This design comes from an exercise in tuning for small area and a short achievable clock period on the open sky130 flow, not from production work. Only simulation tests tie the RTL to the original design; equivalence was not proved.

<file path="design.v">
module dl_lt_rip #(parameter W = 34) (
    input  wire [W-1:0] a,
    input  wire [W-1:0] b,
    output wire         lt
);
    reg r;
    integer i;
    always @(*) begin
        r = 1'b0;
        for (i = 0; i < W; i = i + 1)
            r = (!a[i] && b[i]) || (!(a[i] && !b[i]) && r);
    end
    assign lt = r;
endmodule
module dl_lt_pre #(parameter W = 34) (
    input  wire [W-1:0] a,
    input  wire [W-1:0] b,
    output wire         lt
);
    reg [63:0] l, g;
    integer i, d;
    always @(*) begin
        l = 64'd0;
        g = 64'd0;
        for (i = 0; i < W; i = i + 1) begin
            l[i] = !a[i] && b[i];
            g[i] = a[i] && !b[i];
        end
        for (d = 1; d < 64; d = d * 2)
            for (i = 0; i + d < 64; i = i + 2 * d) begin
                l[i] = l[i + d] || (!g[i + d] && l[i]);
                g[i] = g[i + d] || (!l[i + d] && g[i]);
            end
    end
    assign lt = l[0];
endmodule
module dl_add_pre #(parameter W = 32) (
    input  wire [W-1:0] a,
    input  wire [W-1:0] b,
    input  wire         ci,
    output wire [W-1:0] s,
    output wire         co
);
    reg [W:0] g, p, c;
    reg [W-1:0] x;
    integer i, d;
    always @(*) begin
        g = {a & b, ci};
        p = {a ^ b, 1'b0};
        x = a ^ b;
        for (d = 1; d <= W; d = d * 2)
            for (i = W; i >= 0; i = i - 1)
                if ((i / d) % 2 == 1) begin
                    g[i] = g[i] || (p[i] && g[(i / d) * d - 1]);
                    p[i] = p[i] && p[(i / d) * d - 1];
                end
        c = g;
    end
    assign s  = x ^ c[W-1:0];
    assign co = c[W];
endmodule
module dl_node #(parameter W = 34, parameter IW = 1, parameter FAST = 1) (
    input  wire          vl,
    input  wire [W-1:0]  kl,
    input  wire [IW-1:0] il,
    input  wire          vr,
    input  wire [W-1:0]  kr,
    input  wire [IW-1:0] ir,
    output wire          vo,
    output wire [W-1:0]  ko,
    output wire [IW:0]   io
);
    wire lt;
    generate
        if (FAST) begin : g_f
            dl_lt_pre #(.W(W)) u_lt (.a(kr), .b(kl), .lt(lt));
        end else begin : g_s
            dl_lt_rip #(.W(W)) u_lt (.a(kr), .b(kl), .lt(lt));
        end
    endgenerate
    wire sr = !vl || (vr && lt);
    assign vo = vl || vr;
    assign ko = sr ? kr : kl;
    assign io = sr ? {1'b1, ir} : {1'b0, il};
endmodule
module dl_keygen (
    input  wire [31:0] now,
    input  wire        tg,
    input  wire [16:0] fa,       
    input  wire [14:0] hor,
    input  wire [3:0]  wgt,
    output wire [31:0] k
);
    wire [14:0] hor_eff = (hor == 15'd0) ? 15'd1 : hor;
    wire [3:0]  w_eff   = (wgt == 4'd0)  ? 4'd1  : wgt;
    reg  [17:0] h_f;
    reg  [4:0]  dv_r;
    integer     i;
    always @(*) begin
        dv_r = 5'd0;
        for (i = 17; i >= 0; i = i - 1) begin
            dv_r = {dv_r[3:0], (i >= 3) ? hor_eff[(i >= 3) ? i - 3 : 0] : 1'b0};
            h_f[i] = (dv_r >= {1'b0, w_eff});
            if (h_f[i]) dv_r = dv_r - {1'b0, w_eff};
        end
    end
    wire [17:0] off_u = (h_f > {2'b00, fa[15:0]}) ? h_f : {2'b00, fa[15:0]};
    wire [18:0] off   = tg ? {{2{fa[16]}}, fa} : {1'b0, off_u};
    dl_add_pre #(.W(32)) u_add (.a(now), .b({{13{off[18]}}, off}), .ci(1'b0), .s(k), .co());
endmodule
module dl_late (
    input  wire [32:0] now_up,    
    input  wire [31:0] k,
    input  wire        untag,
    output wire [15:0] late_by
);
    wire [32:0] d;
    wire        nb;
    dl_add_pre #(.W(33)) u_sub (.a(now_up), .b({1'b1, ~k}), .ci(1'b1), .s(d), .co(nb));
    wire is_late = !untag && nb && (d != 33'd0);
    assign late_by = !is_late ? 16'd0 :
                     (d[32:16] != 17'd0) ? 16'hFFFF : d[15:0];
endmodule
module jx_dl_arb (
    input  wire        clk,
    input  wire        rst,
    input  wire [37:0] devtime,       
    input  wire [14:0] cfg_horizon,   
    input  wire        enq_valid,
    input  wire [4:0]  enq_slot,
    input  wire        enq_tagged,
    input  wire [15:0] enq_dl,
    input  wire [3:0]  enq_weight,
    input  wire [15:0] enq_floor,
    input  wire [31:0] elig,
    input  wire        grant_en,
    output reg         grant_valid,
    output reg  [4:0]  grant_slot,
    output reg         grant_tagged,
    output reg  [15:0] grant_dl,
    output reg  [15:0] grant_late_by,
    output reg         enq_late,
    output reg         enq_clamped,
    output wire [31:0] occupied
);
    localparam NS = 32;
    localparam KW = 34;              
    reg [31:0]   key    [0:NS-1];
    reg [NS-1:0] is_tag;
    reg [NS-1:0] valid;
    reg [4:0]    last;
    assign occupied = valid;
    wire [31:0] now = devtime[37:6];
    wire [15:0] r16 = enq_dl - now[15:0];
    wire clamp = (enq_floor != 16'd0) && (r16[15] || (r16 < enq_floor));
    wire late_arr = !clamp &&
                    (r16[15] || ((r16 == 16'd0) && (devtime[5:0] != 6'd0)));
    reg         pv;
    reg  [4:0]  ps;
    reg         pt;
    reg  [31:0] pnow;
    reg  [16:0] pfa;
    reg  [14:0] phor;
    reg  [3:0]  pwgt;
    always @(posedge clk) begin
        pv   <= enq_valid && !rst;
        ps   <= enq_slot;
        pt   <= enq_tagged;
        pnow <= now;
        pfa  <= !enq_tagged ? {1'b0, enq_floor} :
                clamp       ? {1'b0, enq_floor} : {r16[15], r16};
        phor <= cfg_horizon;
        pwgt <= enq_weight;
    end
    wire [31:0] pkey;
    dl_keygen u_kg (.now(pnow), .tg(pt), .fa(pfa), .hor(phor), .wgt(pwgt), .k(pkey));
    wire [NS-1:0] pmask = pv ? (32'd1 << ps) : 32'd0;
    wire [KW-1:0] k0 [0:31];
    wire [31:0]   v0 = valid & elig & ~pmask;
    genvar g;
    generate
        for (g = 0; g < 32; g = g + 1) begin : g_leaf
            assign k0[g] = {key[g], !is_tag[g], (g[4:0] <= last)};
        end
    endgenerate
    wire [KW-1:0] k1 [0:15];
    wire [15:0]   v1;
    wire [0:0]    i1 [0:15];
    generate
        for (g = 0; g < 16; g = g + 1) begin : g_l1
            wire [1:0] io1;
            dl_node #(.W(KW), .IW(1), .FAST(0)) u_n (
                .vl(v0[2*g]), .kl(k0[2*g]), .il(1'b0),
                .vr(v0[2*g+1]), .kr(k0[2*g+1]), .ir(1'b0),
                .vo(v1[g]), .ko(k1[g]), .io(io1));
            assign i1[g] = io1[1];
        end
    endgenerate
    wire [KW-1:0] k2 [0:7];
    wire [7:0]    v2;
    wire [1:0]    i2 [0:7];
    generate
        for (g = 0; g < 8; g = g + 1) begin : g_l2
            dl_node #(.W(KW), .IW(1)) u_n (
                .vl(v1[2*g]), .kl(k1[2*g]), .il(i1[2*g]),
                .vr(v1[2*g+1]), .kr(k1[2*g+1]), .ir(i1[2*g+1]),
                .vo(v2[g]), .ko(k2[g]), .io(i2[g]));
        end
    endgenerate
    wire [KW-1:0] k3 [0:3];
    wire [3:0]    v3;
    wire [2:0]    i3 [0:3];
    generate
        for (g = 0; g < 4; g = g + 1) begin : g_l3
            dl_node #(.W(KW), .IW(2)) u_n (
                .vl(v2[2*g]), .kl(k2[2*g]), .il(i2[2*g]),
                .vr(v2[2*g+1]), .kr(k2[2*g+1]), .ir(i2[2*g+1]),
                .vo(v3[g]), .ko(k3[g]), .io(i3[g]));
        end
    endgenerate
    wire [KW-1:0] k4 [0:1];
    wire [1:0]    v4;
    wire [3:0]    i4 [0:1];
    generate
        for (g = 0; g < 2; g = g + 1) begin : g_l4
            dl_node #(.W(KW), .IW(3)) u_n (
                .vl(v3[2*g]), .kl(k3[2*g]), .il(i3[2*g]),
                .vr(v3[2*g+1]), .kr(k3[2*g+1]), .ir(i3[2*g+1]),
                .vo(v4[g]), .ko(k4[g]), .io(i4[g]));
        end
    endgenerate
    wire          pc   = pv && elig[ps];
    wire [KW+4:0] kp_f = {pkey, !pt, (ps <= last), ps};
    wire [KW+4:0] kl_f = {k4[0], 1'b0, i4[0]};
    wire [KW+4:0] kr_f = {k4[1], 1'b1, i4[1]};
    wire r_lt_l, p_lt_l, p_lt_r;
    dl_lt_pre #(.W(KW))   u_rl (.a(k4[1]), .b(k4[0]), .lt(r_lt_l));
    dl_lt_pre #(.W(KW+5)) u_pl (.a(kp_f),  .b(kl_f),  .lt(p_lt_l));
    dl_lt_pre #(.W(KW+5)) u_pr (.a(kp_f),  .b(kr_f),  .lt(p_lt_r));
    wire r_beats_l = v4[1] && (!v4[0] || r_lt_l);
    wire p_beats_l = !v4[0] || p_lt_l;
    wire p_beats_r = !v4[1] || p_lt_r;
    wire sel_p     = pc && p_beats_l && p_beats_r;
    wire sel_r     = !sel_p && r_beats_l;
    wire found     = v4[0] || v4[1] || pc;
    wire [KW+4:0] best_f = sel_p ? kp_f : sel_r ? kr_f : kl_f;
    wire [4:0]    best       = best_f[4:0];
    wire [31:0]   best_key   = best_f[KW+4:7];
    wire          best_untag = best_f[6];
    wire do_grant = grant_en && found;
    wire [32:0] now_up = {1'b0, now} + {32'd0, (devtime[5:0] != 6'd0)};
    wire [15:0] late_by;
    dl_late u_late (.now_up(now_up), .k(best_key), .untag(best_untag), .late_by(late_by));
    integer s;
    always @(posedge clk) begin
        if (rst) begin
            valid         <= {NS{1'b0}};
            last          <= 5'd31;
            grant_valid   <= 1'b0;
            grant_slot    <= 5'd0;
            grant_tagged  <= 1'b0;
            grant_dl      <= 16'd0;
            grant_late_by <= 16'd0;
            enq_late      <= 1'b0;
            enq_clamped   <= 1'b0;
        end else begin
            if (do_grant) begin
                valid[best]   <= 1'b0;
                last          <= best;
                grant_valid   <= 1'b1;
                grant_slot    <= best;
                grant_tagged  <= !best_untag;
                grant_dl      <= best_key[15:0];
                grant_late_by <= late_by;
            end else begin
                grant_valid   <= 1'b0;
                grant_slot    <= 5'd0;
                grant_tagged  <= 1'b0;
                grant_dl      <= 16'd0;
                grant_late_by <= 16'd0;
            end
            if (enq_valid) begin
                valid[enq_slot] <= 1'b1;
                enq_late        <= enq_tagged && late_arr;
                enq_clamped     <= enq_tagged && clamp;
            end else begin
                enq_late        <= 1'b0;
                enq_clamped     <= 1'b0;
            end
        end
    end
    always @(posedge clk) begin
        for (s = 0; s < NS; s = s + 1) begin
            if (pv && ps == s[4:0]) begin
                key[s]    <= pkey;
                is_tag[s] <= pt;
            end
        end
    end
endmodule
</file>
<file path="run.sh">
#!/bin/bash
# synth_recipe.tcl (not shown) runs the flow's synth.tcl, then flattens the netlist and writes it again
# the make line also repeats each setting of config.mk as NAME=value (left out here)
make -C /OpenROAD-flow-scripts/flow DESIGN_CONFIG=/design/flow/config.mk WORK_HOME=/design/flow/orfs CLKGATE_MAP_FILE= SYNTH_SCRIPT=/design/flow/synth_recipe.tcl finish
</file>
<file path="config.mk">
export PLATFORM = sky130hd
export DESIGN_NAME = jx_dl_arb
export DESIGN_NICKNAME = jx_dl_arb
export VERILOG_FILES = /design/flow/design.v
export SDC_FILE = /design/flow/constraint.sdc
export NUM_CORES = 4
export LEC_CHECK = 0
export ABC_AREA = 1
export CAP_MARGIN = 20
export CORE_MARGIN = 2
export CORE_UTILIZATION = 40
export SLEW_MARGIN = 20
</file>
<file path="constraint.sdc">
create_clock -name core_clock -period 125.0 [get_ports {clk}]
set_input_delay 25.0000 -clock core_clock [delete_from_list [all_inputs] [get_ports {clk}]]
set_output_delay 25.0000 -clock core_clock [all_outputs]
set_load 0.01 [all_outputs]
</file>
==> impl_metrics.json, run 1 <==
{
  "status": "finished clean",
  "cts_hold_buffers": 0,
  "reg2regPathDepth": 244,
  "die-area_um2": 215000,
  "worstHoldPathCells": 2,
  "core_area_um2": 210000,
  "vias": 80400,
  "wirelength_mm": 317,
  "die_y_um": 464,
  "hold_path.class": "reg -> reg",
  "clkLatencyLatePin_ns": 0.85,
  "synth_warnings": 9,
  "ant_nets": 0,
  "place_inst": 15100,
  "drc": 0,
  "worstMarginPinSlew_ns": 1.21,
  "drive_gt1_frac": 0.0483,
  "grt_pass1_vias": 73600,
  "worst_setup_path_end_kind": "flip-flop",
  "hold_ws_ns": 0.510,
  "cp.arrival_ns": 47.91,
  "period_minus_slack_ns": 47.20,
  "antenna_found_initial": 19,
  "clock.fmax_mhz": 21.2,
  "place.gp.congestion": 0.988,
  "clkSinkCount": 1209,
  "fin_skew_ns": 0.0449,
  "wl_per_cell_um": 20.6,
  "cts_tree": "yes",
  "final.setup.tns_ns": 0,
  "areaGrowthSynthToFinish_pct": 12.5,
  "post-cts-setup-buffers": 0,
  "grt_max_degree": 74,
  "slowest_stage": "a21oi_1",
  "finalCritPeriodShare": 0.378,
  "first_iter_violations": 8050,
  "relSlewSlack": 0.187,
  "clkSlewWorstSetupHoldPaths_ns": 0.06,
  "placement.cell_area_um2": 90100,
  "async_flop_share": 0,
  "cts_resized": 0,
  "startpoint_type": "flip-flop",
  "root_buffer": "clkbuf_16",
  "hold_viol": 0,
  "yosysSeqAreaShare": 0.411,
  "routed_via_density": 5.23,
  "synth_enable_flop_cells": 1056,
  "ys_ff_latch": 1209,
  "final_cell_count_no_fill": 15400,
  "synth_area_per_cell_um2": 6.91,
  "hpwl_mm": 236,
  "synth_flop_cell": "edfxtp_1",
  "cts_buffers": 147,
  "nets": 12800,
  "port_buffers": 203,
  "track_usage": 0.286,
  "syn_inst": 12200,
  "initial_core_util": 0.403,
  "rsz0062_at_grt": "no",
  "rows": 168,
  "cp.required_ns": 125.71,
  "die_w_um": 464,
  "critical_path.max_stage_delay_ns": 0.62,
  "timing_worst_setup_path_type": "reg -> reg",
  "grt_pass1_wl_mm": 463,
  "drv_cap": 0,
  "path_common_cell": "a21oi_1",
  "gr-total-overflow": 0,
  "final_cell_area_um2": 95100,
  "dr.pass1.iters": 6,
  "cts_buffer_depth": 3,
  "yosysUniqueCellTypes": 66,
  "worst-path-max-fanout": 46,
  "setup_violations": 0,
  "ctsHtreeMaxLevel": 4,
  "maxSlewViolCount": 0,
  "pin_count": 204,
  "synth_area_um2": 84500
}
cell usage in the layout (no fill, tap or decap), types with 13 or more instances in the layout:
master              n
o211ai_1           30
o21ai_1           343
nand3_1           717
dfxtp_1           152
o21ai_0           586
clkdlybuf4s50_1   203
nor2_4             36
nand2_1          4916
fa_1               23
clkbuf_1           39
clkinv_2           17
nor3_1             33
a21oi_1           351
xor2_1             66
o21a_1             22
o22ai_1           219
clkinv_1           32
xor2_4             24
a31oi_1            25
a21boi_1           26
nand3b_1           84
a21boi_0           13
o21bai_1           19
nor4_1             20
inv_1            2059
o21ai_2            15
ha_1              189
nor2_1            569
inv_2              52
or2_2              38
edfxtp_1         1056
nand4_1            59
a21o_1             31
xnor2_1            19
nand2_4            14
nand2_2            50
clkbuf_16         151
buf_4             124
a21oi_2            14
critical path, delay by kind of cell, from the launching register on:
kind	cells	cell delay, ns
compound gates	134	26.58
buf+inv	25	4.46
fa+ha+maj	22	7.10
flops	1	0.31
xor+xnor	1	0.14
simple gates	62	8.41
Yosys cell counts, types with 10 or more instances:
cell | n | area [µm²]
a22o_1 | 10 | 87.6
a31oi_1 | 25 | 156
nor4_1 | 20 | 125
buf_6 | 40 | 450
o21ai_1 | 343 | 1720
xor2_1 | 91 | 797
xnor2_1 | 21 | 184
nand3b_1 | 84 | 631
o21a_1 | 22 | 165
o21ai_2 | 15 | 131
nand2_4 | 13 | 146
inv_2 | 51 | 191
a21o_1 | 31 | 233
o21ai_0 | 586 | 2930
fa_1 | 25 | 500
o211ai_1 | 30 | 225
buf_2 | 99 | 495
ha_1 | 190 | 2380
or2_2 | 38 | 238
a21boi_0 | 13 | 97.6
nor2_1 | 601 | 2260
a21oi_2 | 13 | 114
o22ai_1 | 219 | 1370
nand2_2 | 46 | 288
buf_4 | 65 | 488
a21oi_1 | 352 | 1760
nand2_1 | 4921 | 18500
inv_1 | 2061 | 7740
nand4_1 | 59 | 369
clkbuf_1 | 51 | 191
nand3_1 | 717 | 3590
nor3_1 | 33 | 165
a21boi_1 | 26 | 195
dfxtp_1 | 153 | 3060
o21bai_1 | 19 | 143
edfxtp_1 | 1056 | 31700
routing by layer:
layer | track usage | vias to the layer above | wire length, µm | part of all wire
met1 | 0.369 | 37500 | 131000 | 0.41
met5 | 0 | - | 18 | 0.000057
li1 | - | 39400 | - | -
met4 | 0.153 | 2 | 19200 | 0.061
met3 | 0.0311 | 606 | 21200 | 0.067
met2 | 0.470 | 2928 | 145000 | 0.46
final timing paths:
check	from	endpoint	slack (ns)
max	pwgt[1]	grant_late_by[13]	77.80
min	valid[15]	valid[15]	0.51
max reg2reg	pwgt[1]	grant_late_by[13]	77.80
min reg2reg	valid[15]	valid[15]	0.51
state kept, by name (all words and copies together), names as in the netlist, 4 cells and up:
signal / flops
phor: 15
key: 1024
pwgt: 4
ps: 5
pnow: 32
grant_late_by: 16
valid: 32
last: 5
grant_dl: 16
grant_slot: 5
pfa: 17
is_tag: 32
cells by family (layout without fill, tap and decap cells):
kind of cell	count (synthesis)	after routing	synth area share
xor gates and xnor gates	112	112	0.0116
AOI/OAI and AO/OA	1746	1746	0.114
and+or+nand+nor	6563	6563	0.314
adders and majority gates	215	215	0.0340
buffers and inverters	2390	2729	0.115
other	0	9	0
DFF	1209	1209	0.411
metrics by stage:
step	worst slack, ns	util
floorplan	86.59	-
global placement	79.19	0.429
detailed placement	78.33	0.430
CTS	78.14	0.453
global route	72.80	0.453
finish	77.80	0.453
area by class of cell:
class                      count  area (µm²)
multi-input combinational   8636       40800
clock inverter                79         892
fill                       21200      115000
inverter                    2121        7970
tap                         2805        3510
sequential                  1209       34800
antenna                        9        22.5
timing repair buffer         334        3120
clock buffer                 195        3990
==> inputs of run 2 (changes only) <==
--- a/config.mk
+++ b/config.mk
@@ -10,3 +10,5 @@
 export CORE_MARGIN = 2
 export CORE_UTILIZATION = 40
 export SLEW_MARGIN = 20
+export SYNTH_HIERARCHICAL = 1
+export SYNTH_MINIMUM_KEEP_SIZE = 0
==> impl_metrics.json, run 2 <==
{
  "track_usage": 0.263,
  "worstHoldPathCells": 2,
  "startpoint_type": "primary input",
  "final.setup.tns_ns": 0,
  "syn_inst": 13400,
  "synth_area_um2": 91900,
  "grt_pass1_vias": 76700,
  "period_minus_slack_ns": 39.37,
  "clkSinkCount": 1209,
  "root_buffer": "clkbuf_16",
  "timing.final.ws_setup_ns": 85.63,
  "top_register": "key",
  "finalCritPeriodShare": 0.315,
  "hpwl_mm": 221,
  "register_area_um2": 34800,
  "cts_buffers": 144,
  "vias": 83500,
  "clock.fmax_mhz": 25.4,
  "port_buffers": 203,
  "maxSlewViolCount": 0,
  "die_w_um": 483,
  "ctsHtreeMaxLevel": 4,
  "final_util": 0.443,
  "hold_path_startpoint": "valid[7]",
  "r2r-end": "grant_late_by[11]",
  "drive_gt1_frac": 0.0831,
  "worstMarginPinSlew_ns": 0.980,
  "drv_cap": 0,
  "areaGrowthSynthToFinish_pct": 9.80,
  "critical_path.max_stage_delay_ns": 0.60,
  "dp_slack_ns": 85.10,
  "cts_resized": 0,
  "final_cell_mix": "nand2_1, inv_1, nand3_1, edfxtp_1, nor2_1",
  "relSlewSlack": 0.347,
  "die_y_um": 483,
  "worst-path-max-fanout": 73,
  "synth_area_per_cell_um2": 6.87,
  "place.gp.congestion": 0.979,
  "initial_core_util": 0.403,
  "pin_count": 204,
  "hold_path.class": "reg -> reg",
  "wirelength_mm": 314,
  "routed_via_density": 5.03,
  "hold_viol": 0,
  "worstReg2RegStart": "pwgt[1]",
  "ant_nets": 0,
  "wl_per_cell_um": 18.9,
  "cts_buffer_depth": 3,
  "core_area_um2": 228000,
  "final_common_cell": "nand2_1",
  "timing_worst_setup_path_type": "in -> reg",
  "slowest_stage": "nand2_4",
  "r2r_slack_ns": 86.48,
  "clkSlewWorstSetupHoldPaths_ns": 0.06,
  "cp.required_ns": 125.71,
  "synth_warnings": 15,
  "grt_pass1_wl_mm": 470,
  "cp.arrival_ns": 40.08,
  "multi_input_area_um2": 45100,
  "setup_violations": 0,
  "holdPathEnd": "valid[7]",
  "placement.cell_area_um2": 95900,
  "dr.pass1.iters": 6,
  "cts_hold_buffers": 0,
  "rsz0062_at_grt": "no",
  "final_cell_area_um2": 101000,
  "crit_family": "simple AND/OR/NAND/NOR gates",
  "largest_reg_flops": 1024,
  "worst_setup_path_end_kind": "flip-flop",
  "grt_max_degree": 74,
  "cp.buffers_inverters": 14,
  "first_iter_violations": 7807,
  "post-cts-setup-buffers": 0,
  "reg2regPathDepth": 215,
  "drc": 0,
  "status": "finished clean",
  "rows": 175,
  "gr-total-overflow": 0,
  "fin_skew_ns": 0.0726,
  "die-area_um2": 234000,
  "clkLatencyLatePin_ns": 0.86,
  "path_common_cell": "nand2_1",
  "nets": 13800,
  "antenna_found_initial": 28,
  "fillers": 23400,
  "cts_tree": "yes"
}
==> run 2: worst max-delay path by stage <==
| stage | from | depth (start not counted) | slack [ns] | end |
|---|---|---|---|---|
| 6_report | elig[29] | 93 | 85.63 | grant_late_by[11] |
| 5_1_grt | pwgt[1] | 216 | 82.08 | grant_late_by[13] |
| 4_1_cts | elig[29] | 91 | 85.93 | grant_late_by[11] |
| 3_5_place_dp | elig[29] | 93 | 85.10 | grant_late_by[6] |
| 3_3_place_gp | elig[29] | 91 | 85.03 | grant_late_by[6] |
| 2_1_floorplan | elig[15] | 97 | 90.61 | grant_late_by[0] |
==> run 2: tightest hold or removal path: cells and delay by family (launching register included) <==
kind / cells / cell delay, ns
flops: 1 / 0.32
simple gates: 1 / 0.07
compound gates: 1 / 0.05
==> run 2: cell type report <==
class	instances	area share
well taps	3009	0.0373
repair buffers	312	0.0300
clock inverters	85	0.00853
multi-input cells	9445	0.447
clock buffers	180	0.0384
flip-flops and latches	1209	0.345
inverters	2348	0.0939
diodes	5	0.000124
==> run 2: stage by stage <==
| stage | hold WS [ns] | instances |
|---|---|---|
| after floorplan | 0.495 | 13400 |
| after global placement | 0.477 | 16300 |
| after detailed placement | 0.478 | 16300 |
| after CTS | 0.487 | 16600 |
| after global routing | 0.509 | 16600 |
| final | 0.489 | 16600 |
==> run 2: routing by layer <==
metal	vias up	GRT usage	wire, µm
li1	42200	-	-
met1	38100	0.345	133000
met2	2674	0.421	139000
met3	578	0.0353	22500
met4	2	0.140	19000
met5	-	0	12
==> inputs of run 3 (changes only) <==
--- a/design.v
+++ b/design.v
@@ -83,13 +83,34 @@
     assign ko = sr ? kr : kl;
     assign io = sr ? {1'b1, ir} : {1'b0, il};
 endmodule
-module dl_keygen (
-    input  wire [31:0] now,
-    input  wire        tg,
-    input  wire [16:0] fa,       
-    input  wire [14:0] hor,
-    input  wire [3:0]  wgt,
-    output wire [31:0] k
+module dl_div_head #(parameter DS = 6) (
+    input  wire [14:0]   hor,
+    input  wire [3:0]    wgt,
+    output reg  [DS-1:0] q,
+    output reg  [3:0]    rem
+);
+    wire [3:0] w_eff = (wgt == 4'd0) ? 4'd1 : wgt;
+    reg  [4:0] r;
+    integer    i;
+    always @(*) begin
+        r = 5'd0;
+        for (i = 0; i < DS; i = i + 1) begin
+            r = {r[3:0], hor[14 - i]};
+            q[DS-1-i] = (r >= {1'b0, w_eff});
+            if (q[DS-1-i]) r = r - {1'b0, w_eff};
+        end
+        rem = r[3:0];
+    end
+endmodule
+module dl_keygen #(parameter DS = 6) (
+    input  wire [31:0]   now,
+    input  wire          tg,
+    input  wire [16:0]   fa,       
+    input  wire [14:0]   hor,
+    input  wire [3:0]    wgt,
+    input  wire [DS-1:0] q_hd,     
+    input  wire [3:0]    r_hd,     
+    output wire [31:0]   k
 );
     wire [14:0] hor_eff = (hor == 15'd0) ? 15'd1 : hor;
     wire [3:0]  w_eff   = (wgt == 4'd0)  ? 4'd1  : wgt;
@@ -97,8 +118,10 @@
     reg  [4:0]  dv_r;
     integer     i;
     always @(*) begin
-        dv_r = 5'd0;
-        for (i = 17; i >= 0; i = i - 1) begin
+        h_f  = 18'd0;
+        h_f[17:18-DS] = q_hd;
+        dv_r = {1'b0, r_hd};
+        for (i = 17 - DS; i >= 0; i = i - 1) begin
             dv_r = {dv_r[3:0], (i >= 3) ? hor_eff[(i >= 3) ? i - 3 : 0] : 1'b0};
             h_f[i] = (dv_r >= {1'b0, w_eff});
             if (h_f[i]) dv_r = dv_r - {1'b0, w_eff};
@@ -162,6 +185,11 @@
     reg  [16:0] pfa;
     reg  [14:0] phor;
     reg  [3:0]  pwgt;
+    reg  [5:0]  pq;
+    reg  [3:0]  prem;
+    wire [5:0]  q_hd;
+    wire [3:0]  r_hd;
+    dl_div_head #(.DS(6)) u_dh (.hor(cfg_horizon), .wgt(enq_weight), .q(q_hd), .rem(r_hd));
     always @(posedge clk) begin
         pv   <= enq_valid && !rst;
         ps   <= enq_slot;
@@ -171,9 +199,12 @@
                 clamp       ? {1'b0, enq_floor} : {r16[15], r16};
         phor <= cfg_horizon;
         pwgt <= enq_weight;
+        pq   <= q_hd;
+        prem <= r_hd;
     end
     wire [31:0] pkey;
-    dl_keygen u_kg (.now(pnow), .tg(pt), .fa(pfa), .hor(phor), .wgt(pwgt), .k(pkey));
+    dl_keygen #(.DS(6)) u_kg (.now(pnow), .tg(pt), .fa(pfa), .hor(phor), .wgt(pwgt),
+                             .q_hd(pq), .r_hd(prem), .k(pkey));
     wire [NS-1:0] pmask = pv ? (32'd1 << ps) : 32'd0;
     wire [KW-1:0] k0 [0:31];
     wire [31:0]   v0 = valid & elig & ~pmask;
--- a/config.mk
+++ b/config.mk
@@ -8,7 +8,7 @@
 export ABC_AREA = 1
 export CAP_MARGIN = 20
 export CORE_MARGIN = 2
-export CORE_UTILIZATION = 40
+export CORE_UTILIZATION = 60
 export SLEW_MARGIN = 20
 export SYNTH_HIERARCHICAL = 1
 export SYNTH_MINIMUM_KEEP_SIZE = 0
==> impl_metrics.json, run 3 <==
{
  "synth_area_per_cell_um2": 6.87,
  "rows": 143,
  "worstReg2RegStart": "pwgt[1]",
  "ctsHtreeMaxLevel": 4,
  "hold_path_startpoint": "valid[13]",
  "startpoint_type": "primary input",
  "hold_path.class": "reg -> reg",
  "dp_slack_ns": 84.90,
  "period_minus_slack_ns": 39.76,
  "final_cell_area_um2": 99600,
  "grt_pass1_vias": 81000,
  "initial_core_util": 0.605,
  "post-cts-setup-buffers": 0,
  "grt_pass1_wl_mm": 476,
  "wirelength_mm": 321,
  "fin_skew_ns": 0.0326,
  "syn_inst": 13400,
  "wl_per_cell_um": 20.6,
  "place_inst": 15300,
  "hpwl_mm": 230,
  "placement.cell_area_um2": 94800,
  "final_common_cell": "nand2_1",
  "place.gp.congestion": 1.06,
  "cp.required_ns": 125.64,
  "worstMarginPinSlew_ns": 1.23,
  "worst-path-max-fanout": 40,
  "final_cell_count_no_fill": 15600,
  "grt_max_degree": 74,
  "core_area_um2": 152000,
  "drv_cap": 0,
  "top_register": "key",
  "rsz0062_at_grt": "no",
  "port_buffers": 203,
  "slowest_stage": "o21ai_4",
  "critical_path.max_stage_delay_ns": 0.88,
  "crit_start": "elig[6]",
  "worst_setup_path_end_kind": "flip-flop",
  "largest_reg_flops": 1024,
  "maxSlewViolCount": 0,
  "root_buffer": "clkbuf_16",
  "hold_viol": 0,
  "path_common_cell": "nand2_1",
  "clkSinkCount": 1219,
  "clkSlewWorstSetupHoldPaths_ns": 0.06,
  "gr-total-overflow": 0,
  "drive_gt1_frac": 0.0809,
  "track_usage": 0.401,
  "clock.fmax_mhz": 25.1,
  "fillers": 13300,
  "setup_violations": 0,
  "clkLatencyLatePin_ns": 0.81,
  "synth_area_um2": 92200,
  "cp.buffers_inverters": 14,
  "pin_count": 204,
  "status": "finished clean",
  "dr.pass1.iters": 9,
  "synth_warnings": 16,
  "finalCritPeriodShare": 0.318,
  "areaGrowthSynthToFinish_pct": 8.02,
  "final.setup.tns_ns": 0,
  "antenna_found_initial": 24,
  "cts_tree": "yes",
  "cts_buffers": 135,
  "drc": 0,
  "routed_via_density": 5.68,
  "cts_resized": 0,
  "crit_family": "simple AND/OR/NAND/NOR gates",
  "vias": 88600,
  "die_y_um": 396,
  "timing_worst_setup_path_type": "in -> reg",
  "ant_nets": 0,
  "timing.final.ws_setup_ns": 85.24,
  "die-area_um2": 157000,
  "nets": 13800,
  "first_iter_violations": 11100,
  "cts_hold_buffers": 0,
  "cts_buffer_depth": 3,
  "die_w_um": 396,
  "final_cell_mix": "nand2_1, inv_1, nand3_1, edfxtp_1, nor2_1",
  "relSlewSlack": 0.173,
  "cp.arrival_ns": 40.40
}
-- run 3: metal layers --
layer  share of wire  vias to the layer above  routed length (µm)  GRT usage
li1                -                    42200                   -          -
met1            0.38                    40600              123000      0.528
met2            0.43                     4826              139000      0.618
met3            0.12                      937               37900     0.0834
met4           0.063                       12               20300      0.220
met5         0.00028                        -                  91          0
-- run 3: tightest hold or removal path, stage by stage (launching register included) --
cell and delay (ns):
dfxtp_1 0.36, nand2_1 0.09, a21oi_1 0.05
-- run 3: through the flow --
stage,util,hold WS (ns)
finish,0.654,0.552
global route,0.654,0.551
CTS,0.653,0.535
detailed placement,0.623,0.517
global placement,0.622,0.522
floorplan,-,0.494
-- run 3: worst paths after layout --
kind / end / slack (ns) / depth (start not counted)
worst max-delay path: grant_late_by[12] / 85.24 / 96
worst min-delay path: valid[13] / 0.55 / 2
worst max register to register: grant_late_by[12] / 94.29 / 168
worst min register to register: valid[13] / 0.55 / 2
-- run 3: cell type report --
| class | instances | area (µm²) | area share |
|---|---|---|---|
| Sequential cell | 1219 | 35000 | 0.351 |
| Clock inverter | 74 | 865 | 0.00868 |
| Timing Repair Buffer | 289 | 2850 | 0.0286 |
| Antenna cell | 5 | 12.5 | 0.000126 |
| Inverter | 2336 | 9430 | 0.0948 |
| Tap cell | 2030 | 2540 | 0.0255 |
| Multi-Input combinational cell | 9475 | 45200 | 0.454 |
| Clock buffer | 173 | 3690 | 0.0371 |
==> inputs of run 4 (changes only) <==
--- a/design.v
+++ b/design.v
@@ -280,8 +280,11 @@
     wire          best_untag = best_f[6];
     wire do_grant = grant_en && found;
     wire [32:0] now_up = {1'b0, now} + {32'd0, (devtime[5:0] != 6'd0)};
-    wire [15:0] late_by;
-    dl_late u_late (.now_up(now_up), .k(best_key), .untag(best_untag), .late_by(late_by));
+    wire [15:0] late_l, late_r, late_p;
+    dl_late u_late_l (.now_up(now_up), .k(kl_f[KW+4:7]), .untag(kl_f[6]), .late_by(late_l));
+    dl_late u_late_r (.now_up(now_up), .k(kr_f[KW+4:7]), .untag(kr_f[6]), .late_by(late_r));
+    dl_late u_late_p (.now_up(now_up), .k(kp_f[KW+4:7]), .untag(kp_f[6]), .late_by(late_p));
+    wire [15:0] late_by = sel_p ? late_p : sel_r ? late_r : late_l;
     integer s;
     always @(posedge clk) begin
         if (rst) begin
--- a/config.mk
+++ b/config.mk
@@ -8,7 +8,7 @@
 export ABC_AREA = 1
 export CAP_MARGIN = 20
 export CORE_MARGIN = 2
-export CORE_UTILIZATION = 60
+export CORE_UTILIZATION = 40
 export SLEW_MARGIN = 20
 export SYNTH_HIERARCHICAL = 1
 export SYNTH_MINIMUM_KEEP_SIZE = 0
==> impl_metrics.json, run 4 <==
{
  "status": "finished clean",
  "critical_path.max_stage_delay_ns": 0.87,
  "worstReg2RegStart": "pwgt[2]",
  "relSlewSlack": 0.150,
  "clock.fmax_mhz": 26.8,
  "cp.buffers_inverters": 8,
  "post-cts-setup-buffers": 0,
  "cts_hold_buffers": 0,
  "placement.cell_area_um2": 101000,
  "cts_buffer_depth": 3,
  "wl_per_cell_um": 19.2,
  "fin_skew_ns": 0.0487,
  "cts_resized": 0,
  "areaGrowthSynthToFinish_pct": 9.45,
  "clkLatencyLatePin_ns": 0.84,
  "rows": 180,
  "hpwl_mm": 246,
  "rsz0062_at_grt": "no",
  "worstMarginPinSlew_ns": 1.27,
  "first_iter_violations": 8842,
  "grt_max_degree": 72,
  "final.setup.tns_ns": 0,
  "dp_slack_ns": 87.26,
  "vias": 89000,
  "initial_core_util": 0.402,
  "hold_viol": 0,
  "finalCritPeriodShare": 0.298,
  "startpoint_type": "primary input",
  "slowest_stage": "nor2_4",
  "final_util": 0.440,
  "place_inst": 17300,
  "timing_worst_setup_path_type": "in -> reg",
  "path_common_cell": "nand2_1",
  "die_w_um": 495,
  "maxSlewViolCount": 0,
  "pin_count": 204,
  "crit_family": "simple AND/OR/NAND/NOR gates",
  "setup_violations": 0,
  "routed_via_density": 5.07,
  "wirelength_mm": 337,
  "place.gp.congestion": 1.00,
  "cts_tree": "yes",
  "clkSlewWorstSetupHoldPaths_ns": 0.06,
  "track_usage": 0.270,
  "drc": 0,
  "port_buffers": 203,
  "dr.pass1.iters": 6,
  "hold_path_startpoint": "valid[25]",
  "root_buffer": "clkbuf_16",
  "drv_cap": 0,
  "worst_setup_path_end_kind": "flip-flop",
  "synth_area_um2": 96500,
  "core_area_um2": 240000,
  "clkSinkCount": 1219,
  "drive_gt1_frac": 0.0818,
  "die_y_um": 495,
  "hold_path.class": "reg -> reg",
  "cp.arrival_ns": 38.00,
  "crit_start": "elig[14]",
  "cp.required_ns": 125.70,
  "synth_area_per_cell_um2": 6.80,
  "synth_warnings": 16,
  "final_cell_mix": "nand2_1, inv_1, nand3_1, edfxtp_1, nor2_1",
  "final_cell_area_um2": 106000,
  "antenna_found_initial": 27,
  "ctsHtreeMaxLevel": 4,
  "ant_nets": 0,
  "period_minus_slack_ns": 37.30,
  "gr-total-overflow": 0,
  "final_common_cell": "nand2_1",
  "syn_inst": 14200,
  "timing.final.ws_setup_ns": 87.70,
  "hold_ws_ns": 0.503,
  "grt_pass1_wl_mm": 498,
  "cts_buffers": 146,
  "largest_reg_flops": 1024,
  "worst-path-max-fanout": 38,
  "top_register": "key",
  "final_cell_count_no_fill": 17600,
  "nets": 14700,
  "grt_pass1_vias": 79800,
  "die-area_um2": 245000
}
==> run 4: changes by cell type in the layout (fill, tap and decap cells not counted), moves of 15 or more <==
cell / previous run / this run
nand2_2: 332 / 350
nand3_1: 1272 / 1300
inv_1: 2121 / 2282
xor2_1: 58 / 80
nor2_1: 694 / 763
o21ai_0: 532 / 499
nand2_1: 5169 / 5462
a21oi_1: 363 / 414
ha_1: 189 / 253
a311oi_1: 0 / 18
buf_4: 75 / 90
==> run 4: area by class of cell <==
cell class / count / area [µm²]
tap: 3185 / 3990
sequential: 1219 / 35000
timing repair buffer: 307 / 3010
multi-input combinational: 10100 / 48800
antenna: 8 / 20.0
fill: 24900 / 135000
inverter: 2495 / 10000
clock buffer: 182 / 3840
clock inverter: 87 / 866
==> run 4: tightest hold or removal path: stages (launching register included) <==
cell and delay [ns]:
dfxtp_1 0.34, nand2_1 0.07, a21oi_1 0.05
==> run 4: final timing paths <==
path / slack, ns / endpoint / depth (start not counted)
worst max-delay path: 87.70 / valid[3] / 78
worst min-delay path: 0.50 / valid[25] / 2
worst max register to register: 97.13 / valid[3] / 155
worst min register to register: 0.50 / valid[25] / 2
==> run 4: layer usage <==
layer | routed length (µm) | GRT usage | vias up
met3 | 29900 | 0.0505 | 518
met1 | 147000 | 0.370 | 40800
met5 | 96 | 0 | -
met4 | 15600 | 0.111 | 14
li1 | - | - | 44600
met2 | 145000 | 0.416 | 3101
==> inputs of run 5 (changes only) <==
--- a/config.mk
+++ b/config.mk
@@ -9,6 +9,8 @@
 export CAP_MARGIN = 20
 export CORE_MARGIN = 2
 export CORE_UTILIZATION = 40
+export CTS_CLUSTER_DIAMETER = 150
+export CTS_CLUSTER_SIZE = 16
 export SLEW_MARGIN = 20
 export SYNTH_HIERARCHICAL = 1
 export SYNTH_MINIMUM_KEEP_SIZE = 0
==> impl_metrics.json, run 5 <==
{
  "pin_count": 204,
  "status": "finished clean",
  "cts_hold_buffers": 0,
  "timing_worst_setup_path_type": "in -> reg",
  "die-area_um2": 245000,
  "final.setup.tns_ns": 0,
  "antenna_found_initial": 28,
  "synth_warnings": 16,
  "port_buffers": 203,
  "setup_violations": 0,
  "crit_family": "simple AND/OR/NAND/NOR gates",
  "first_iter_violations": 8572,
  "final_cell_count_no_fill": 17400,
  "drv_cap": 0,
  "cp.required_ns": 125.63,
  "cts_tree": "yes",
  "met3_length_mm": 29.5,
  "clock.fmax_mhz": 26.7,
  "fillers": 25100,
  "clkLatencyLatePin_ns": 0.80,
  "largest_reg_flops": 1024,
  "root_buffer": "clkbuf_16",
  "fin_skew_ns": 0.0683,
  "grt_max_degree": 72,
  "ant_nets": 0,
  "routed-wl-met2_mm": 145,
  "place.gp.congestion": 1.00,
  "die_y_um": 495,
  "slowest_stage": "nor2_4",
  "post-cts-setup-buffers": 0,
  "final_cell_mix": "nand2_1, inv_1, nand3_1, edfxtp_1, nor2_1",
  "startpoint_type": "primary input",
  "period_minus_slack_ns": 37.41,
  "drc": 0,
  "cp.arrival_ns": 38.04,
  "place_inst": 17300,
  "nets": 14600,
  "worst-path-max-fanout": 38,
  "track_usage": 0.268,
  "worstMarginPinSlew_ns": 1.17,
  "final_common_cell": "nand2_1",
  "relSlewSlack": 0.218,
  "routed_via_density": 5.08,
  "cp.buffers_inverters": 6,
  "die_w_um": 495,
  "synth_area_per_cell_um2": 6.80,
  "grt_pass1_wl_mm": 495,
  "path_common_cell": "nand2_1",
  "worst_setup_path_end_kind": "flip-flop",
  "gr-total-overflow": 0,
  "grt_pass1_vias": 78900,
  "met1Wirelength_mm": 146,
  "clkSlewWorstSetupHoldPaths_ns": 0.08,
  "wirelength_mm": 336,
  "hold_path.class": "reg -> reg",
  "hpwl_mm": 246,
  "final_util": 0.430,
  "dr.pass1.iters": 6,
  "cts_resized": 0,
  "core_area_um2": 240000,
  "initial_core_util": 0.402,
  "cts_buffers": 86,
  "rsz0062_at_grt": "no",
  "hold_ws_ns": 0.503,
  "placement.cell_area_um2": 101000,
  "hold_viol": 0,
  "vias": 88400,
  "critical_path.max_stage_delay_ns": 0.88,
  "ctsHtreeMaxLevel": 3,
  "final_cell_area_um2": 103000,
  "finalCritPeriodShare": 0.299,
  "cts_buffer_depth": 3,
  "syn_inst": 14200,
  "drive_gt1_frac": 0.0745,
  "clkSinkCount": 1219,
  "top_layer_used": "met5",
  "top_register": "key",
  "areaGrowthSynthToFinish_pct": 7.07,
  "synth_area_um2": 96500,
  "maxSlewViolCount": 0,
  "wl_per_cell_um": 19.3,
  "rows": 180
}
==> run 5: cell types whose count changed in the layout (fill, tap and decap cells not counted), sizes merged <==
cell	change
inv	-7
bufinv	-8
diode	+1
clkbuf	-71
clkinvlp	-6
clkinv	-58
==> run 5: metal layers <==
metal,track usage,vias up
met5,0,-
met1,0.370,40500
met3,0.0468,456
met4,0.103,14
met2,0.416,3069
li1,-,44400
==> run 5: tightest hold or removal path: cells and delay by family (launching register included) <==
kind	cells	cell delay [ns]
DFF	1	0.34
and+or+nand+nor	1	0.07
AOI/OAI and AO/OA	1	0.05
==> run 5: worst paths after layout <==
kind	start	endpoint	cells past startpoint	slack, ns
setup / recovery	elig[14]	valid[3]	79	87.59
hold / removal	valid[25]	valid[25]	2	0.50
setup reg to reg	pwgt[2]	valid[3]	155	97.16
hold reg to reg	valid[25]	valid[25]	2	0.50
==> run 5: final cells by class <==
type | instances | area [µm²] | share of cell area
multi-input cells | 10100 | 48800 | 0.473
flip-flops and latches | 1219 | 35000 | 0.339
inverters | 2495 | 10000 | 0.0971
well taps | 3185 | 3990 | 0.0386
repair buffers | 307 | 3010 | 0.0291
clock buffers | 111 | 2260 | 0.0218
clock inverters | 8 | 150 | 0.00145
diodes | 9 | 22.5 | 0.000218
==> run 5: through the flow <==
stage               setup slack, ns
floorplan                     92.62
global placement              87.27
detailed placement            87.26
CTS                           88.05
global route                  86.33
finish                        87.59
==> inputs of run 6 (changes only) <==
--- a/design.v
+++ b/design.v
@@ -217,14 +217,19 @@
     wire [KW-1:0] k1 [0:15];
     wire [15:0]   v1;
     wire [0:0]    i1 [0:15];
+    genvar bt;
     generate
         for (g = 0; g < 16; g = g + 1) begin : g_l1
-            wire [1:0] io1;
-            dl_node #(.W(KW), .IW(1), .FAST(0)) u_n (
-                .vl(v0[2*g]), .kl(k0[2*g]), .il(1'b0),
-                .vr(v0[2*g+1]), .kr(k0[2*g+1]), .ir(1'b0),
-                .vo(v1[g]), .ko(k1[g]), .io(io1));
-            assign i1[g] = io1[1];
+            wire [KW:0] rc;
+            assign rc[0] = 1'b0;
+            for (bt = 0; bt < KW; bt = bt + 1) begin : g_rc
+                assign rc[bt+1] = (k0[2*g+1][bt] == k0[2*g][bt]) ? rc[bt] : k0[2*g][bt];
+            end
+            wire lt = rc[KW];
+            wire sr = !v0[2*g] || (v0[2*g+1] && lt);
+            assign v1[g] = v0[2*g] | v0[2*g+1];
+            assign k1[g] = sr ? k0[2*g+1] : k0[2*g];
+            assign i1[g] = sr;
         end
     endgenerate
     wire [KW-1:0] k2 [0:7];
==> impl_metrics.json, run 6 <==
{
  "status": "finished clean",
  "final_common_cell": "nand2_1",
  "synth_area_um2": 94100,
  "cts_resized": 0,
  "finalCritPeriodShare": 0.305,
  "grt.met2_usage": 0.420,
  "die_w_um": 489,
  "largest_reg_flops": 1024,
  "clkSlewWorstSetupHoldPaths_ns": 0.08,
  "die_y_um": 489,
  "synth_area_per_cell_um2": 6.88,
  "synth_warnings": 15,
  "wirelength_mm": 323,
  "cts_hold_buffers": 0,
  "vias": 86500,
  "fillers": 24200,
  "cp.arrival_ns": 38.79,
  "cp.required_ns": 125.63,
  "drv_cap": 0,
  "nets": 14200,
  "wl_per_cell_um": 19.0,
  "cts_tree": "yes",
  "clkSinkCount": 1219,
  "post-cts-setup-buffers": 0,
  "syn_inst": 13700,
  "drive_gt1_frac": 0.0585,
  "root_buffer": "clkbuf_16",
  "rsz0062_at_grt": "no",
  "initial_core_util": 0.401,
  "drc": 0,
  "grt_pass1_vias": 77600,
  "multi_input_area_um2": 47300,
  "ant_nets": 0,
  "routed_via_density": 5.10,
  "grt_use_met1": 0.364,
  "setup_violations": 0,
  "areaGrowthSynthToFinish_pct": 8.04,
  "worstMarginPinSlew_ns": 1.19,
  "path_common_cell": "nand2_1",
  "worst-path-max-fanout": 74,
  "clock.fmax_mhz": 26.2,
  "place.gp.congestion": 0.995,
  "final_cell_count_no_fill": 17000,
  "crit_family": "simple AND/OR/NAND/NOR gates",
  "worst_setup_path_end_kind": "flip-flop",
  "pin_count": 204,
  "busiest_layer": "met2",
  "grt_pass1_wl_mm": 480,
  "final_cell_mix": "nand2_1, inv_1, nand3_1, edfxtp_1, nor2_1",
  "final_cell_area_um2": 102000,
  "maxSlewViolCount": 0,
  "first_iter_violations": 8260,
  "hold_path.class": "reg -> reg",
  "startpoint_type": "primary input",
  "register_area_um2": 35000,
  "top_register": "key",
  "place_inst": 16800,
  "ctsHtreeMaxLevel": 3,
  "cp.buffers_inverters": 13,
  "cts_buffers": 87,
  "cts_buffer_depth": 3,
  "gr-total-overflow": 0,
  "port_buffers": 203,
  "timing_worst_setup_path_type": "in -> reg",
  "dr.pass1.iters": 6,
  "die-area_um2": 239000,
  "slowest_stage": "buf_4",
  "period_minus_slack_ns": 38.16,
  "placement.cell_area_um2": 99000,
  "critical_path.max_stage_delay_ns": 0.64,
  "core_area_um2": 235000,
  "clkLatencyLatePin_ns": 0.80,
  "grt_use_met3": 0.0302,
  "hold_viol": 0,
  "antenna_found_initial": 14,
  "relSlewSlack": 0.205,
  "track_usage": 0.264,
  "hpwl_mm": 239,
  "rows": 178,
  "final.setup.tns_ns": 0,
  "grt_max_degree": 75,
  "fin_skew_ns": 0.0653
}
run 6: final timing paths:
| path | start | endpoint | slack, ns | cells after the start |
|---|---|---|---|---|
| worst min-delay path | valid[14] | valid[14] | 0.52 | 2 |
| worst max-delay path | elig[1] | valid[3] | 86.84 | 84 |
| worst max register to register | pwgt[1] | valid[3] | 96.56 | 153 |
| worst min register to register | valid[14] | valid[14] | 0.52 | 2 |
run 6: worst register-to-register path, delay by kind of cell (launching register included):
family                   cells  cell delay, ns
buffers and inverters       22            4.21
AO/OA/AOI/OAI               40            7.92
multiplexers                 1            0.29
XOR/XNOR                     2            1.17
adder cells (fa/ha/maj)     17            5.01
AND/OR/NAND/NOR             71            9.40
flip-flops                   1            0.31
run 6: metrics by stage:
stage / util / hold WS, ns / setup slack (ns)
after global routing: 0.433 / 0.542 / 85.51
after CTS: 0.433 / 0.512 / 87.10
final: 0.433 / 0.520 / 86.84
after detailed placement: 0.422 / 0.503 / 86.28
after floorplan: - / 0.490 / 92.05
after global placement: 0.422 / 0.487 / 86.37
run 6: area by class of cell:
cell class | count | share of cell area
repair buffers | 323 | 0.0294
clock buffers | 134 | 0.0235
well taps | 3150 | 0.0388
diodes | 8 | 0.000197
multi-input cells | 9495 | 0.466
flip-flops and latches | 1219 | 0.344
inverters | 2613 | 0.0966
clock inverters | 11 | 0.00183
run 6: layer usage:
layer  up-vias  share of wire
li1      43400              -
met4         2          0.045
met2      3002           0.44
met5         -       0.000050
met1     39600           0.43
met3       456          0.078
==> inputs of run 7 (changes only) <==
--- a/design.v
+++ b/design.v
@@ -129,7 +129,7 @@
     end
     wire [17:0] off_u = (h_f > {2'b00, fa[15:0]}) ? h_f : {2'b00, fa[15:0]};
     wire [18:0] off   = tg ? {{2{fa[16]}}, fa} : {1'b0, off_u};
-    dl_add_pre #(.W(32)) u_add (.a(now), .b({{13{off[18]}}, off}), .ci(1'b0), .s(k), .co());
+    assign k = now + {{13{off[18]}}, off};
 endmodule
 module dl_late (
     input  wire [32:0] now_up,    
@@ -208,7 +208,7 @@
     wire [NS-1:0] pmask = pv ? (32'd1 << ps) : 32'd0;
     wire [KW-1:0] k0 [0:31];
     wire [31:0]   v0 = valid & elig & ~pmask;
-    genvar g;
+    genvar g, lv, bt;
     generate
         for (g = 0; g < 32; g = g + 1) begin : g_leaf
             assign k0[g] = {key[g], !is_tag[g], (g[4:0] <= last)};
@@ -217,7 +217,6 @@
     wire [KW-1:0] k1 [0:15];
     wire [15:0]   v1;
     wire [0:0]    i1 [0:15];
-    genvar bt;
     generate
         for (g = 0; g < 16; g = g + 1) begin : g_l1
             wire [KW:0] rc;
@@ -237,10 +236,24 @@
     wire [1:0]    i2 [0:7];
     generate
         for (g = 0; g < 8; g = g + 1) begin : g_l2
-            dl_node #(.W(KW), .IW(1)) u_n (
-                .vl(v1[2*g]), .kl(k1[2*g]), .il(i1[2*g]),
-                .vr(v1[2*g+1]), .kr(k1[2*g+1]), .ir(i1[2*g+1]),
-                .vo(v2[g]), .ko(k2[g]), .io(i2[g]));
+            wire lt;
+            wire [63:0] cl [0:6];
+            wire [63:0] cg [0:6];
+            assign cl[0] = {{(64-KW){1'b0}}, ~(k1[2*g+1]) & (k1[2*g])};
+            assign cg[0] = {{(64-KW){1'b0}}, (k1[2*g+1]) & ~(k1[2*g])};
+            for (lv = 0; lv < 6; lv = lv + 1) begin : g_lv
+                for (bt = 0; bt < (32 >> lv); bt = bt + 1) begin : g_bt
+                    assign cl[lv+1][bt] = cl[lv][2*bt+1] | (~cg[lv][2*bt+1] & cl[lv][2*bt]);
+                    assign cg[lv+1][bt] = cg[lv][2*bt+1] | (~cl[lv][2*bt+1] & cg[lv][2*bt]);
+                end
+                assign cl[lv+1][63:(32 >> lv)] = {(64 - (32 >> lv)){1'b0}};
+                assign cg[lv+1][63:(32 >> lv)] = {(64 - (32 >> lv)){1'b0}};
+            end
+            assign lt = cl[6][0];
+            wire sr = !v1[2*g] || (v1[2*g+1] && lt);
+            assign v2[g] = v1[2*g] | v1[2*g+1];
+            assign k2[g] = sr ? k1[2*g+1] : k1[2*g];
+            assign i2[g] = sr ? {1'b1, i1[2*g+1]} : {1'b0, i1[2*g]};
         end
     endgenerate
     wire [KW-1:0] k3 [0:3];
@@ -248,10 +261,24 @@
     wire [2:0]    i3 [0:3];
     generate
         for (g = 0; g < 4; g = g + 1) begin : g_l3
-            dl_node #(.W(KW), .IW(2)) u_n (
-                .vl(v2[2*g]), .kl(k2[2*g]), .il(i2[2*g]),
-                .vr(v2[2*g+1]), .kr(k2[2*g+1]), .ir(i2[2*g+1]),
-                .vo(v3[g]), .ko(k3[g]), .io(i3[g]));
+            wire lt;
+            wire [63:0] cl [0:6];
+            wire [63:0] cg [0:6];
+            assign cl[0] = {{(64-KW){1'b0}}, ~(k2[2*g+1]) & (k2[2*g])};
+            assign cg[0] = {{(64-KW){1'b0}}, (k2[2*g+1]) & ~(k2[2*g])};
+            for (lv = 0; lv < 6; lv = lv + 1) begin : g_lv
+                for (bt = 0; bt < (32 >> lv); bt = bt + 1) begin : g_bt
+                    assign cl[lv+1][bt] = cl[lv][2*bt+1] | (~cg[lv][2*bt+1] & cl[lv][2*bt]);
+                    assign cg[lv+1][bt] = cg[lv][2*bt+1] | (~cl[lv][2*bt+1] & cg[lv][2*bt]);
+                end
+                assign cl[lv+1][63:(32 >> lv)] = {(64 - (32 >> lv)){1'b0}};
+                assign cg[lv+1][63:(32 >> lv)] = {(64 - (32 >> lv)){1'b0}};
+            end
+            assign lt = cl[6][0];
+            wire sr = !v2[2*g] || (v2[2*g+1] && lt);
+            assign v3[g] = v2[2*g] | v2[2*g+1];
+            assign k3[g] = sr ? k2[2*g+1] : k2[2*g];
+            assign i3[g] = sr ? {1'b1, i2[2*g+1]} : {1'b0, i2[2*g]};
         end
     endgenerate
     wire [KW-1:0] k4 [0:1];
@@ -259,10 +286,24 @@
     wire [3:0]    i4 [0:1];
     generate
         for (g = 0; g < 2; g = g + 1) begin : g_l4
-            dl_node #(.W(KW), .IW(3)) u_n (
-                .vl(v3[2*g]), .kl(k3[2*g]), .il(i3[2*g]),
-                .vr(v3[2*g+1]), .kr(k3[2*g+1]), .ir(i3[2*g+1]),
-                .vo(v4[g]), .ko(k4[g]), .io(i4[g]));
+            wire lt;
+            wire [63:0] cl [0:6];
+            wire [63:0] cg [0:6];
+            assign cl[0] = {{(64-KW){1'b0}}, ~(k3[2*g+1]) & (k3[2*g])};
+            assign cg[0] = {{(64-KW){1'b0}}, (k3[2*g+1]) & ~(k3[2*g])};
+            for (lv = 0; lv < 6; lv = lv + 1) begin : g_lv
+                for (bt = 0; bt < (32 >> lv); bt = bt + 1) begin : g_bt
+                    assign cl[lv+1][bt] = cl[lv][2*bt+1] | (~cg[lv][2*bt+1] & cl[lv][2*bt]);
+                    assign cg[lv+1][bt] = cg[lv][2*bt+1] | (~cl[lv][2*bt+1] & cg[lv][2*bt]);
+                end
+                assign cl[lv+1][63:(32 >> lv)] = {(64 - (32 >> lv)){1'b0}};
+                assign cg[lv+1][63:(32 >> lv)] = {(64 - (32 >> lv)){1'b0}};
+            end
+            assign lt = cl[6][0];
+            wire sr = !v3[2*g] || (v3[2*g+1] && lt);
+            assign v4[g] = v3[2*g] | v3[2*g+1];
+            assign k4[g] = sr ? k3[2*g+1] : k3[2*g];
+            assign i4[g] = sr ? {1'b1, i3[2*g+1]} : {1'b0, i3[2*g]};
         end
     endgenerate
     wire          pc   = pv && elig[ps];
@@ -270,9 +311,53 @@
     wire [KW+4:0] kl_f = {k4[0], 1'b0, i4[0]};
     wire [KW+4:0] kr_f = {k4[1], 1'b1, i4[1]};
     wire r_lt_l, p_lt_l, p_lt_r;
-    dl_lt_pre #(.W(KW))   u_rl (.a(k4[1]), .b(k4[0]), .lt(r_lt_l));
-    dl_lt_pre #(.W(KW+5)) u_pl (.a(kp_f),  .b(kl_f),  .lt(p_lt_l));
-    dl_lt_pre #(.W(KW+5)) u_pr (.a(kp_f),  .b(kr_f),  .lt(p_lt_r));
+    generate
+        begin : g_rl
+            wire [63:0] cl [0:6];
+            wire [63:0] cg [0:6];
+            assign cl[0] = {{(64-KW){1'b0}}, ~(k4[1]) & (k4[0])};
+            assign cg[0] = {{(64-KW){1'b0}}, (k4[1]) & ~(k4[0])};
+            for (lv = 0; lv < 6; lv = lv + 1) begin : g_lv
+                for (bt = 0; bt < (32 >> lv); bt = bt + 1) begin : g_bt
+                    assign cl[lv+1][bt] = cl[lv][2*bt+1] | (~cg[lv][2*bt+1] & cl[lv][2*bt]);
+                    assign cg[lv+1][bt] = cg[lv][2*bt+1] | (~cl[lv][2*bt+1] & cg[lv][2*bt]);
+                end
+                assign cl[lv+1][63:(32 >> lv)] = {(64 - (32 >> lv)){1'b0}};
+                assign cg[lv+1][63:(32 >> lv)] = {(64 - (32 >> lv)){1'b0}};
+            end
+            assign r_lt_l = cl[6][0];
+        end
+        begin : g_pl
+            wire [63:0] cl [0:6];
+            wire [63:0] cg [0:6];
+            assign cl[0] = {{(64-KW+5){1'b0}}, ~(kp_f) & (kl_f)};
+            assign cg[0] = {{(64-KW+5){1'b0}}, (kp_f) & ~(kl_f)};
+            for (lv = 0; lv < 6; lv = lv + 1) begin : g_lv
+                for (bt = 0; bt < (32 >> lv); bt = bt + 1) begin : g_bt
+                    assign cl[lv+1][bt] = cl[lv][2*bt+1] | (~cg[lv][2*bt+1] & cl[lv][2*bt]);
+                    assign cg[lv+1][bt] = cg[lv][2*bt+1] | (~cl[lv][2*bt+1] & cg[lv][2*bt]);
+                end
+                assign cl[lv+1][63:(32 >> lv)] = {(64 - (32 >> lv)){1'b0}};
+                assign cg[lv+1][63:(32 >> lv)] = {(64 - (32 >> lv)){1'b0}};
+            end
+            assign p_lt_l = cl[6][0];
+        end
+        begin : g_pr
+            wire [63:0] cl [0:6];
+            wire [63:0] cg [0:6];
+            assign cl[0] = {{(64-KW+5){1'b0}}, ~(kp_f) & (kr_f)};
+            assign cg[0] = {{(64-KW+5){1'b0}}, (kp_f) & ~(kr_f)};
+            for (lv = 0; lv < 6; lv = lv + 1) begin : g_lv
+                for (bt = 0; bt < (32 >> lv); bt = bt + 1) begin : g_bt
+                    assign cl[lv+1][bt] = cl[lv][2*bt+1] | (~cg[lv][2*bt+1] & cl[lv][2*bt]);
+                    assign cg[lv+1][bt] = cg[lv][2*bt+1] | (~cl[lv][2*bt+1] & cg[lv][2*bt]);
+                end
+                assign cl[lv+1][63:(32 >> lv)] = {(64 - (32 >> lv)){1'b0}};
+                assign cg[lv+1][63:(32 >> lv)] = {(64 - (32 >> lv)){1'b0}};
+            end
+            assign p_lt_r = cl[6][0];
+        end
+    endgenerate
     wire r_beats_l = v4[1] && (!v4[0] || r_lt_l);
     wire p_beats_l = !v4[0] || p_lt_l;
     wire p_beats_r = !v4[1] || p_lt_r;
@@ -288,7 +373,10 @@
     wire [15:0] late_l, late_r, late_p;
     dl_late u_late_l (.now_up(now_up), .k(kl_f[KW+4:7]), .untag(kl_f[6]), .late_by(late_l));
     dl_late u_late_r (.now_up(now_up), .k(kr_f[KW+4:7]), .untag(kr_f[6]), .late_by(late_r));
-    dl_late u_late_p (.now_up(now_up), .k(kp_f[KW+4:7]), .untag(kp_f[6]), .late_by(late_p));
+    wire [33:0] ld_p      = {1'b0, now_up} - {2'b00, pkey};
+    wire        is_late_p = pt && !ld_p[33] && (ld_p[32:0] != 33'd0);
+    assign late_p = !is_late_p ? 16'd0 :
+                    (ld_p[32:16] != 17'd0) ? 16'hFFFF : ld_p[15:0];
     wire [15:0] late_by = sel_p ? late_p : sel_r ? late_r : late_l;
     integer s;
     always @(posedge clk) begin
==> impl_metrics.json, run 7 <==
{
  "die_w_um": 481,
  "hold_path_startpoint": "valid[10]",
  "final_common_cell": "nand2_1",
  "critical_path.max_stage_delay_ns": 1.08,
  "post-cts-setup-buffers": 0,
  "vias": 84700,
  "nets": 13900,
  "worstReg2RegStart": "pwgt[1]",
  "pin_count": 204,
  "ant_nets": 0,
  "hold_ws_ns": 0.509,
  "met3_length_mm": 22.9,
  "drv_cap": 0,
  "routed-wl-met2_mm": 149,
  "fin_skew_ns": 0.0485,
  "worstMarginPinSlew_ns": 1.14,
  "finalCritPeriodShare": 0.311,
  "maxSlewViolCount": 0,
  "ctsHtreeMaxLevel": 3,
  "met1Wirelength_mm": 136,
  "cts_buffer_depth": 3,
  "cts_buffers": 87,
  "clkLatencyLatePin_ns": 0.79,
  "cp.required_ns": 125.65,
  "largest_reg_flops": 1024,
  "syn_inst": 13300,
  "antenna_found_initial": 28,
  "core_area_um2": 227000,
  "r2r-end": "grant_late_by[0]",
  "holdPathEnd": "valid[10]",
  "final_cell_mix": "nand2_1, inv_1, edfxtp_1, nand3_1, o21ai_0",
  "wl_per_cell_um": 19.9,
  "reg2regPathDepth": 160,
  "path_common_cell": "nand2_1",
  "hold_path.class": "reg -> reg",
  "cts_hold_buffers": 0,
  "wirelength_mm": 329,
  "grt_pass1_vias": 76500,
  "root_buffer": "clkbuf_16",
  "period_minus_slack_ns": 38.91,
  "drc": 0,
  "r2r_slack_ns": 95.19,
  "rows": 175,
  "relSlewSlack": 0.235,
  "grt_pass1_wl_mm": 483,
  "grt_max_degree": 82,
  "status": "finished clean",
  "worst-path-max-fanout": 66,
  "synth_area_per_cell_um2": 6.83,
  "first_iter_violations": 8440,
  "clkSlewWorstSetupHoldPaths_ns": 0.09,
  "clkSinkCount": 1219,
  "rsz0062_at_grt": "no",
  "clock.fmax_mhz": 25.7,
  "top_register": "key",
  "final_cell_count_no_fill": 16600,
  "setup_violations": 0,
  "drive_gt1_frac": 0.0441,
  "track_usage": 0.278,
  "slowest_stage": "o21ai_1",
  "place.gp.congestion": 1.01,
  "hold_viol": 0,
  "worstHoldPathCells": 2
}
## run 7: logic make-up after synthesis
group,synth area share
AND/OR/NAND/NOR,0.307
flip-flops,0.384
AO/OA/AOI/OAI,0.125
adder cells (fa/ha/maj),0.0418
buffers and inverters,0.127
XOR/XNOR,0.0150
other,0.0000824
## run 7: per-module statistics from Yosys, one instance, submodules excluded, a selection
module | times used | area (µm²) | cells
jx_dl_arb | 1 | 80700 | 11600
dl_late | 2 | 414 | 99
## run 7: layout make-up
cell class,count,area [µm²]
multi-input cells,9265,45400
diodes,19,47.5
clock buffers,144,2430
clock inverters,8,115
repair buffers,310,2860
inverters,2580,9700
flip-flops and latches,1219,35000
fillers,23600,128000
well taps,3009,3760
## run 7: layer usage
| metal | global-route usage | up-vias |
|---|---|---|
| li1 | - | 42600 |
| met1 | 0.358 | 38600 |
| met2 | 0.454 | 2919 |
| met3 | 0.0359 | 606 |
| met4 | 0.152 | 6 |
| met5 | 0 | - |
## run 7: worst max path at each step
stage               startpoint           endpoint  cells after the start
finish                elig[31]           valid[6]                     74
global route           elig[7]   grant_late_by[4]                     72
CTS                    elig[7]   grant_late_by[9]                     69
detailed placement     elig[7]   grant_late_by[9]                     69
global placement       elig[7]   grant_late_by[1]                     69
floorplan             elig[31]  grant_late_by[13]                     71
## run 7: metrics by stage
step | util | setup slack [ns] | instance area (µm²)
2_1_floorplan | - | 92.27 | 91100
3_3_place_gp | 0.426 | 85.60 | 96600
3_5_place_dp | 0.426 | 85.60 | 96600
4_1_cts | 0.437 | 86.44 | 99100
5_1_grt | 0.438 | 84.97 | 99200
6_report | 0.438 | 86.09 | 99300
## run 7: critical path, delay by kind of cell
family	cells	cell delay, ns
adders and majority gates	1	0.28
and+or+nand+nor	55	8.80
AOI/OAI and AO/OA	10	2.88
buffers and inverters	8	2.38

## afterwards: timing with drivers on the ports
In the flow no input, the clock included, has a driving cell. The finished layouts below were timed again as built, in two steps.
Step 1 (the two cells are an assumption about what drives the block):
set clk [get_ports {clk}]
set_driving_cell -lib_cell sky130_fd_sc_hd__clkbuf_16 $clk
set_driving_cell -lib_cell sky130_fd_sc_hd__buf_2 [delete_from_list [all_inputs] $clk]
Step 2, shift: input delay + t, output delay - t, t = (earliest + latest rising clock arrival at the registers) / 2. This alone moves slack from input paths to output paths.
a / b / c = ideal / step 1 / step 2; a / b = the first two.
run | t (ns) | setup WS [ns] | worst setup path at the end | cell pins on the clock port's net
run 1 | 0.911 | 77.797 / 77.797 / 77.797 | register to register | 1
run 2 | 0.910 | 85.628 / 85.694 / 84.784 | input to register | 1
run 3 | 0.883 | 85.238 / 85.297 / 84.414 | input to register | 1
run 4 | 0.897 | 87.702 / 87.757 / 86.859 | input to register | 1
run 5 | 0.849 | 87.591 / 87.643 / 86.794 | input to register | 1
run 6 | 0.865 | 86.843 / 86.915 / 86.050 | input to register | 1
run 7 | 0.859 | 86.088 / 86.143 / 85.284 | input to register | 1
After both steps every run listed still meets setup and hold. For run 2, which loses most, drivers alone change the setup slack by +0.066 ns; drivers and shift together by -0.844 ns.
